Source: an optimization exercise on an open RTL-to-GDS flow (aim: small area). Production flows keep margins and buffers that such runs may drop.
The RTL was checked by simulation tests, not by an equivalence proof against the original design.

==> design/flow/design.v <==
module crucible_flane (
    input  wire        clk,
    input  wire [15:0] i_a,         
    input  wire [27:0] i_p,         
    input  wire [3:0]  i_l,         
    input  wire        i_wrap,      
    output reg  [31:0] etm_e,
    output reg         etm_sat,
    output reg  [15:0] rcp_q,
    output reg         rcp_sat,
    output reg         rcp_dz,
    output reg  [15:0] sqr_r,
    output reg         sqr_sat
);
    integer i;
    reg signed [15:0] a1;
    reg        [27:0] p1;
    reg        [3:0]  l1;
    reg               wrap1;
    always @(posedge clk) begin
        a1    <= i_a;
        p1    <= i_p;
        l1    <= i_l;
        wrap1 <= i_wrap;
    end
    wire signed [44:0] eprod = a1 * $signed({1'b0, p1});
    reg signed [44:0] eprod2;
    reg        [27:0] p2;
    reg               wrap2;
    reg               aneg2;
    always @(posedge clk) begin
        eprod2 <= eprod;
        aneg2  <= a1[15];
        p2     <= p1;
        wrap2  <= wrap1;
    end
    wire        eneg = eprod2[44];
    wire [44:0] emag = eneg ? -eprod2 : eprod2;
    wire [29:0] erm  = (emag + 45'd16384) >> 15;
    always @(posedge clk) begin
        if (!aneg2) begin
            etm_e   <= {2'b00, erm};
            etm_sat <= 1'b0;
        end else if (wrap2) begin
            etm_e   <= {4'b0000, p2} - {2'b00, erm};
            etm_sat <= 1'b0;
        end else begin
            etm_e   <= 32'd0;
            etm_sat <= 1'b1;
        end
    end
    wire [15:0] dabs = a1[15] ? -a1 : a1;               
    wire [16:0] dy   = {dabs, 1'b0};                    
    wire [32:0] dx   = (33'd1 << (5'd31 - {1'b0, l1})) + {17'd0, dabs};
    wire        dovf = (dx >= {dy, 16'd0});             
    reg [32:0] dr_c1, dr_c2, dr_c3, dr_c4;
    reg [15:0] dq_c1, dq_c2, dq_c3, dq_c4;
    reg [32:0] dr2, dr3, dr4;
    reg [15:0] dq2, dq3, dq4, dq5;
    reg [16:0] dy2, dy3, dy4;
    reg        dovf2, dovf3, dovf4, dovf5;
    reg        dneg2, dneg3, dneg4, dneg5;
    reg        dz2, dz3, dz4, dz5;
    always @(*) begin
        dr_c1 = dx;
        dq_c1 = 16'd0;
        for (i = 15; i >= 12; i = i - 1)
            if (dr_c1 >= ({16'd0, dy} << i)) begin
                dr_c1 = dr_c1 - ({16'd0, dy} << i);
                dq_c1[i] = 1'b1;
            end
    end
    always @(*) begin
        dr_c2 = dr2;
        dq_c2 = dq2;
        for (i = 11; i >= 8; i = i - 1)
            if (dr_c2 >= ({16'd0, dy2} << i)) begin
                dr_c2 = dr_c2 - ({16'd0, dy2} << i);
                dq_c2[i] = 1'b1;
            end
    end
    always @(*) begin
        dr_c3 = dr3;
        dq_c3 = dq3;
        for (i = 7; i >= 4; i = i - 1)
            if (dr_c3 >= ({16'd0, dy3} << i)) begin
                dr_c3 = dr_c3 - ({16'd0, dy3} << i);
                dq_c3[i] = 1'b1;
            end
    end
    always @(*) begin
        dr_c4 = dr4;
        dq_c4 = dq4;
        for (i = 3; i >= 0; i = i - 1)
            if (dr_c4 >= ({16'd0, dy4} << i)) begin
                dr_c4 = dr_c4 - ({16'd0, dy4} << i);
                dq_c4[i] = 1'b1;
            end
    end
    always @(posedge clk) begin
        dr2 <= dr_c1; dq2 <= dq_c1; dy2 <= dy;  dovf2 <= dovf;  dneg2 <= a1[15]; dz2 <= (a1 == 16'sd0);
        dr3 <= dr_c2; dq3 <= dq_c2; dy3 <= dy2; dovf3 <= dovf2; dneg3 <= dneg2;  dz3 <= dz2;
        dr4 <= dr_c3; dq4 <= dq_c3; dy4 <= dy3; dovf4 <= dovf3; dneg4 <= dneg3;  dz4 <= dz3;
                      dq5 <= dq_c4;             dovf5 <= dovf4; dneg5 <= dneg4;  dz5 <= dz4;
    end
    always @(*) begin
        rcp_dz  = dz5;
        rcp_sat = 1'b0;
        if (dz5)
            rcp_q = 16'h7FFF;
        else if (!dneg5) begin
            if (dovf5 || dq5 >= 16'd32768) begin
                rcp_q   = 16'h7FFF;
                rcp_sat = 1'b1;
            end else
                rcp_q = dq5;
        end else begin
            if (dovf5 || dq5 > 16'd32768) begin
                rcp_q   = 16'h8000;
                rcp_sat = 1'b1;
            end else
                rcp_q = -dq5;
        end
    end
    wire [30:0] sx = a1[15] ? 31'd0 : {1'b0, a1, 15'd0};
    reg [30:0] sm_c1, sm_c2, sm_c3, sm_c4;
    reg [14:0] sr_c1, sr_c2, sr_c3, sr_c4;
    reg [30:0] sm2, sm3, sm4;
    reg [14:0] sr2, sr3, sr4, sr5;
    reg        sneg2, sneg3, sneg4, sneg5;
    always @(*) begin
        sm_c1 = sx;
        sr_c1 = 15'd0;
        for (i = 14; i >= 11; i = i - 1)
            if (sm_c1 >= (({16'd0, sr_c1} << (i + 1)) | (31'd1 << (2 * i)))) begin
                sm_c1 = sm_c1 - (({16'd0, sr_c1} << (i + 1)) | (31'd1 << (2 * i)));
                sr_c1[i] = 1'b1;
            end
    end
    always @(*) begin
        sm_c2 = sm2;
        sr_c2 = sr2;
        for (i = 10; i >= 7; i = i - 1)
            if (sm_c2 >= (({16'd0, sr_c2} << (i + 1)) | (31'd1 << (2 * i)))) begin
                sm_c2 = sm_c2 - (({16'd0, sr_c2} << (i + 1)) | (31'd1 << (2 * i)));
                sr_c2[i] = 1'b1;
            end
    end
    always @(*) begin
        sm_c3 = sm3;
        sr_c3 = sr3;
        for (i = 6; i >= 3; i = i - 1)
            if (sm_c3 >= (({16'd0, sr_c3} << (i + 1)) | (31'd1 << (2 * i)))) begin
                sm_c3 = sm_c3 - (({16'd0, sr_c3} << (i + 1)) | (31'd1 << (2 * i)));
                sr_c3[i] = 1'b1;
            end
    end
    always @(*) begin
        sm_c4 = sm4;
        sr_c4 = sr4;
        for (i = 2; i >= 0; i = i - 1)
            if (sm_c4 >= (({16'd0, sr_c4} << (i + 1)) | (31'd1 << (2 * i)))) begin
                sm_c4 = sm_c4 - (({16'd0, sr_c4} << (i + 1)) | (31'd1 << (2 * i)));
                sr_c4[i] = 1'b1;
            end
    end
    always @(posedge clk) begin
        sm2 <= sm_c1; sr2 <= sr_c1; sneg2 <= a1[15];
        sm3 <= sm_c2; sr3 <= sr_c2; sneg3 <= sneg2;
        sm4 <= sm_c3; sr4 <= sr_c3; sneg4 <= sneg3;
                      sr5 <= sr_c4; sneg5 <= sneg4;
    end
    always @(*) begin
        sqr_r   = {1'b0, sr5};
        sqr_sat = sneg5;
    end
endmodule
module crucible_vfunc #(
    parameter LANES = 4
) (
    input  wire                clk,
    input  wire                rst,           
    input  wire                iss_valid,
    input  wire [31:0]         iss_word,      
    input  wire [LANES-1:0]    iss_kmask,     
    input  wire [16*LANES-1:0] iss_a,         
    input  wire [31:0]         iss_s,         
    output reg                 wb_valid,
    output reg  [4:0]          wb_vd,
    output reg  [LANES-1:0]    wb_lanes,
    output reg                 wb_n2,         
    output reg  [16*LANES-1:0] wb_d0,
    output reg  [16*LANES-1:0] wb_d1,
    output reg  [LANES-1:0]    wb_sat,        
    output reg  [LANES-1:0]    wb_dz          
);
    localparam OP_VETM = 6'd27, OP_VRECIP = 6'd28, OP_VSQRT = 6'd29;
    wire [5:0] op = iss_word[31:26];
    reg             etm_v [1:3];
    reg             rcp_v [1:5];
    reg             sqr_v [1:5];
    reg [4:0]       vd_p  [1:5];
    reg [LANES-1:0] m_p   [1:5];
    integer k;
    always @(posedge clk) begin
        if (rst) begin
            for (k = 1; k <= 3; k = k + 1) etm_v[k] <= 1'b0;
            for (k = 1; k <= 5; k = k + 1) begin
                rcp_v[k] <= 1'b0;
                sqr_v[k] <= 1'b0;
            end
        end else begin
            etm_v[1] <= iss_valid && (op == OP_VETM);
            rcp_v[1] <= iss_valid && (op == OP_VRECIP);
            sqr_v[1] <= iss_valid && (op == OP_VSQRT);
            for (k = 2; k <= 3; k = k + 1) etm_v[k] <= etm_v[k-1];
            for (k = 2; k <= 5; k = k + 1) begin
                rcp_v[k] <= rcp_v[k-1];
                sqr_v[k] <= sqr_v[k-1];
            end
        end
        vd_p[1] <= iss_word[25:21];
        m_p[1]  <= iss_kmask;
        for (k = 2; k <= 5; k = k + 1) begin
            vd_p[k] <= vd_p[k-1];
            m_p[k]  <= m_p[k-1];
        end
    end
    wire [32*LANES-1:0] etm_e;
    wire [LANES-1:0]    etm_sat, rcp_sat, rcp_dz, sqr_sat;
    wire [16*LANES-1:0] rcp_q, sqr_r;
    genvar g;
    generate
        for (g = 0; g < LANES; g = g + 1) begin : lane
            crucible_flane u_lane (
                .clk     (clk),
                .i_a     (iss_a[16*g +: 16]),
                .i_p     (iss_s[27:0]),
                .i_l     (iss_word[3:0]),
                .i_wrap  (iss_word[0]),
                .etm_e   (etm_e[32*g +: 32]),
                .etm_sat (etm_sat[g]),
                .rcp_q   (rcp_q[16*g +: 16]),
                .rcp_sat (rcp_sat[g]),
                .rcp_dz  (rcp_dz[g]),
                .sqr_r   (sqr_r[16*g +: 16]),
                .sqr_sat (sqr_sat[g])
            );
        end
    endgenerate
    integer j;
    always @(posedge clk) begin
        if (rst) begin
            wb_valid <= 1'b0;
        end else if (rcp_v[5] || sqr_v[5]) begin
            wb_valid <= 1'b1;
            wb_vd    <= vd_p[5];
            wb_lanes <= m_p[5];
            wb_n2    <= 1'b0;
            wb_d0    <= rcp_v[5] ? rcp_q : sqr_r;
            wb_sat   <= (rcp_v[5] ? rcp_sat : sqr_sat) & m_p[5];
            wb_dz    <= (rcp_v[5] ? rcp_dz : {LANES{1'b0}}) & m_p[5];
        end else if (etm_v[3]) begin
            wb_valid <= 1'b1;
            wb_vd    <= vd_p[3];
            wb_lanes <= m_p[3];
            wb_n2    <= 1'b1;
            for (j = 0; j < LANES; j = j + 1) begin
                wb_d0[16*j +: 16] <= etm_e[32*j +: 16];
                wb_d1[16*j +: 16] <= etm_e[32*j + 16 +: 16];
            end
            wb_sat   <= etm_sat & m_p[3];
            wb_dz    <= {LANES{1'b0}};
        end else begin
            wb_valid <= 1'b0;
        end
    end
endmodule
==> design/flow/run.sh <==
#!/bin/bash
# synth_recipe.tcl (not shown) runs the flow's synth.tcl, then flattens the netlist and writes it again
# the make line also repeats each setting of config.mk as NAME=value (left out here)
make -C /OpenROAD-flow-scripts/flow DESIGN_CONFIG=/design/flow/config.mk WORK_HOME=/design/flow/orfs CLKGATE_MAP_FILE= SYNTH_SCRIPT=/design/flow/synth_recipe.tcl finish
==> design/flow/config.mk <==
export PLATFORM = sky130hd
export DESIGN_NAME = crucible_vfunc
export DESIGN_NICKNAME = crucible_vfunc
export VERILOG_FILES = /design/flow/design.v
export SDC_FILE = /design/flow/constraint.sdc
export NUM_CORES = 4
export LEC_CHECK = 0
export CAP_MARGIN = 20
export CORE_MARGIN = 2
export CORE_UTILIZATION = 30
export PLACE_DENSITY = 0.4
export SLEW_MARGIN = 20
==> design/flow/constraint.sdc <==
create_clock -name core_clock -period 14.0 [get_ports {clk}]
set_input_delay 2.8000 -clock core_clock [delete_from_list [all_inputs] [get_ports {clk}]]
set_output_delay 2.8000 -clock core_clock [all_outputs]
set_load 0.01 [all_outputs]
==> results.txt <==
cell usage in the layout, fill, tap and decap left out, types with 193 or more instances in the layout:
cell,instances
a21o_1,524
a21oi_1,1666
a31oi_1,193
and2_1,759
buf_4,668
clkbuf_16,235
clkdlybuf4s50_1,260
dfxtp_1,1458
fa_1,1526
ha_1,2230
inv_1,2788
mux2_2,265
nand2_1,2995
nand2b_1,395
nand3_1,434
nand4_1,355
nor2_1,1758
nor2b_1,359
nor3_1,499
o21a_1,267
o21ai_0,1484
o21bai_1,204
o31ai_1,253
or3_1,257
xnor2_1,1215
xor2_1,587
state kept, by name, summed over array words and instances, names as in the netlist, 44 cells and up:
name / count
lane.u_lane.sm4: 96
lane.u_lane.dr4: 132
lane.u_lane.dr3: 132
lane.u_lane.dr2: 132
lane.u_lane.dq5: 64
lane.u_lane.etm_e: 124
lane.u_lane.sm2: 64
wb_d0: 64
lane.u_lane.dy4: 44
wb_d1: 60
lane.u_lane.sr5: 60
lane.u_lane.sr4: 48
lane.u_lane.dq4: 48
lane.u_lane.a1: 64
lane.u_lane.eprod2: 180
lane.u_lane.sm3: 68
repair_timing:
item                       CTS  global route
buffers inserted             0            19
resized for setup            0           158
setup endpoints to repair    0           249
through the flow:
stage	setup TNS, ns
global placement	0
finish	0
CTS	0
detailed placement	0
floorplan	0
global route	-0.112
cell usage after synthesis (265+ instances only):
cell type	number
a21o_1	524
a21oi_1	1683
and2_1	759
clkbuf_1	817
dfxtp_1	1564
fa_1	1526
ha_1	2232
inv_1	2796
mux2_2	265
nand2_1	2997
nand2b_1	395
nand3_1	435
nand4_1	355
nor2_1	1770
nor2b_1	360
nor3_1	514
o21a_1	267
o21ai_0	1517
xnor2_1	1218
xor2_1	591
layout make-up:
| class | instances | area, um^2 |
|---|---|---|
| clock inverter | 135 | 1570 |
| sequential | 1706 | 35800 |
| inverter | 2835 | 10700 |
| clock buffer | 292 | 6410 |
| fill | 73900 | 464000 |
| tap | 9270 | 11600 |
| multi-input combinational | 20900 | 161000 |
| timing repair buffer | 949 | 7950 |
| antenna | 81 | 203 |
layer usage:
metal / global-route usage, % / part of all wire (%)
met4: 5.65 / 2.9
met5: 0 / 0.013
met3: 2.18 / 4.2
met2: 35.2 / 46
met1: 29.4 / 47
worst paths after layout:
kind | startpoint | to | slack, ns | depth (start not counted)
setup / recovery | lane[3].u_lane.a1[0] | lane[3].u_lane.dr2[32] | 0.79 | 62
hold / removal | lane[3].u_lane.dq4[10] | lane[3].u_lane.dq5[10] | 0.23 | 0
hold reg to reg | lane[3].u_lane.dq4[10] | lane[3].u_lane.dq5[10] | 0.23 | 0
setup reg to reg | lane[3].u_lane.a1[0] | lane[3].u_lane.dr2[32] | 0.79 | 62
logic make-up (layout without fill, tap and decap cells):
family | count (synthesis) | count (layout)
and+or+nand+nor | 8830 | 8830
AOI/OAI and AO/OA | 6057 | 6057
buffers and inverters | 3767 | 4211
adders and majority gates | 3764 | 3764
xor gates and xnor gates | 1810 | 1810
DFF | 1706 | 1706
muxes | 440 | 440
other | 0 | 81
worst max-delay path: cells and delay by family (launching register included):
family          cells  cell delay (ns)
fa+ha+maj           5             1.84
flops               1             0.33
mux                 2             0.58
compound gates     37             7.17
buf+inv             6             0.88
xor+xnor            1             0.22
simple gates       11             1.96
==> results.txt <==
status=finished clean; grt ovf=0; IO Port Bufs=between 200 and 300; die width=842 um; Yosys cell types=120; post-route cell area=about 0.24 mm^2; Wirelength per Cell=approximately 21 um; number of global-route vias before repair=roughly 180k; top cells by area, synth=dfxtp_1 15%, fa_1 15%, ha_1 13%; Max Cap Viol=0; relative slew slack=approximately an eighth; initial DRC count=between 10000 and 15000; antenna violations before repair=90; CTS clk-pin slew, worst paths=around 0.070 ns; Clock Path Buffers=4; I/O pin count=roughly 280; largest net degree at the start of global routing=65; Worst-Skew Late Latency=a little over 1 ns; Worst setup EP type=flop; Num CTS Buffers=between 200 and 250; Vert. Die Dim=between 800 and 900 um; Initial Util=between 30 and 40%; Mapped Area=about 0.21 mm^2; final hold vios=0; Final Cycle Share=~94%; Area Overhead vs Synth=11.9%; ys flop type=dfxtp_1; main combinational cell family by area after synthesis=adder cells; share of layout cells above drive strength 1=under 10%; Async SR Flop Fraction=0%; worst setup margin=~0.79 ns; average size of a mapped cell=7.98 um^2; Slew @ Worst Pin=between 1 and 1.5 ns; Die ar.=slightly above 0.7 mm^2; Synth Register Bits=roughly 1700; Crit Path Class=flop to flop; Worst EP arrival=between 10 and 15 ns; placed cells=about 36000; EDFF count, synth=roughly 140; htree depth=4; fmax=about 0.076 GHz; Net Count, Synth=a little over 30000; GR Util All Layers=21.3%; first-pass GRT wire length=between 1000000 and 1500000 um; Worst Path Required=approximately 15 ns; antenna-violating nets left=0; sequential cell area fraction in the yosys report=roughly 17%; slowest cell on the critical path=a2111o_1; final WL=between 700000 and 800000 um; Final nets=about 31000; Synth Area in XOR/XNOR=7.54%; DRC viols=0; DRT Pass-1 Iters=6; adder-cell share of the synthesized area=roughly 28%; Sink Count=about 1700; clock root buffer=clkbuf_16; instance count of the mapped netlist=26400; area post-placement=about 0.23 mm^2; Max Slew Vio Count=0; Critical Path Fanout Max=21; DP Worst Slack=0.281 ns; Synth area leader=dfxtp_1; CTS Hold Bufs=0; clk_skew=about 0.13 ns; Hold WC Path Type=flop to flop; final core utilization=between 30% and 40%; CP max stage delay=around 0.45 ns; cell row count=307; Avg Vias per Cell=5.14; Synthesis Warnings=7; Final GP Congestion=between 0.8 and 0.9; top cell type's share of synthesized area=14.9%; Worst path most repeated cell=a21o_1; simple-gate share of the synthesized area=about a fifth; mux contribution to synthesized area=under 10%; final hold slack=about 0.23 ns; post-route minimum period=13.21 ns; clock tree from TritonCTS=built; Critical Path Source Type=flop; Non-Filler Instances=approximately 36000; hpwl dp=625000 um; final setup fails=0; Core Region=0.699 mm^2; Compound-Gate Fraction of Synth Area=a little under a fifth; vias=~190k

## afterwards: timing with drivers on the ports
No port has a modelled driver above. Below, the same layout with a new extraction and two added sets of constraints.
Step 1 assumes that a clkbuf_16 drives the clock port and a buf_2 every other input.
Step 2 also shifts input and output timing later by t, the mid clock arrival at the registers, as if the neighbouring blocks saw the same clock.
Three values: ideal, step 1, step 2; two values: the first two.
t (ns): 1.091
setup WS [ns]: 0.787 / 0.787 / 0.787
worst slew at a driven data input, ns: 0.24
After both steps setup and hold are still met in this run. For this run, drivers alone change the setup slack by 0.000 ns; drivers and shift together by 0.000 ns.
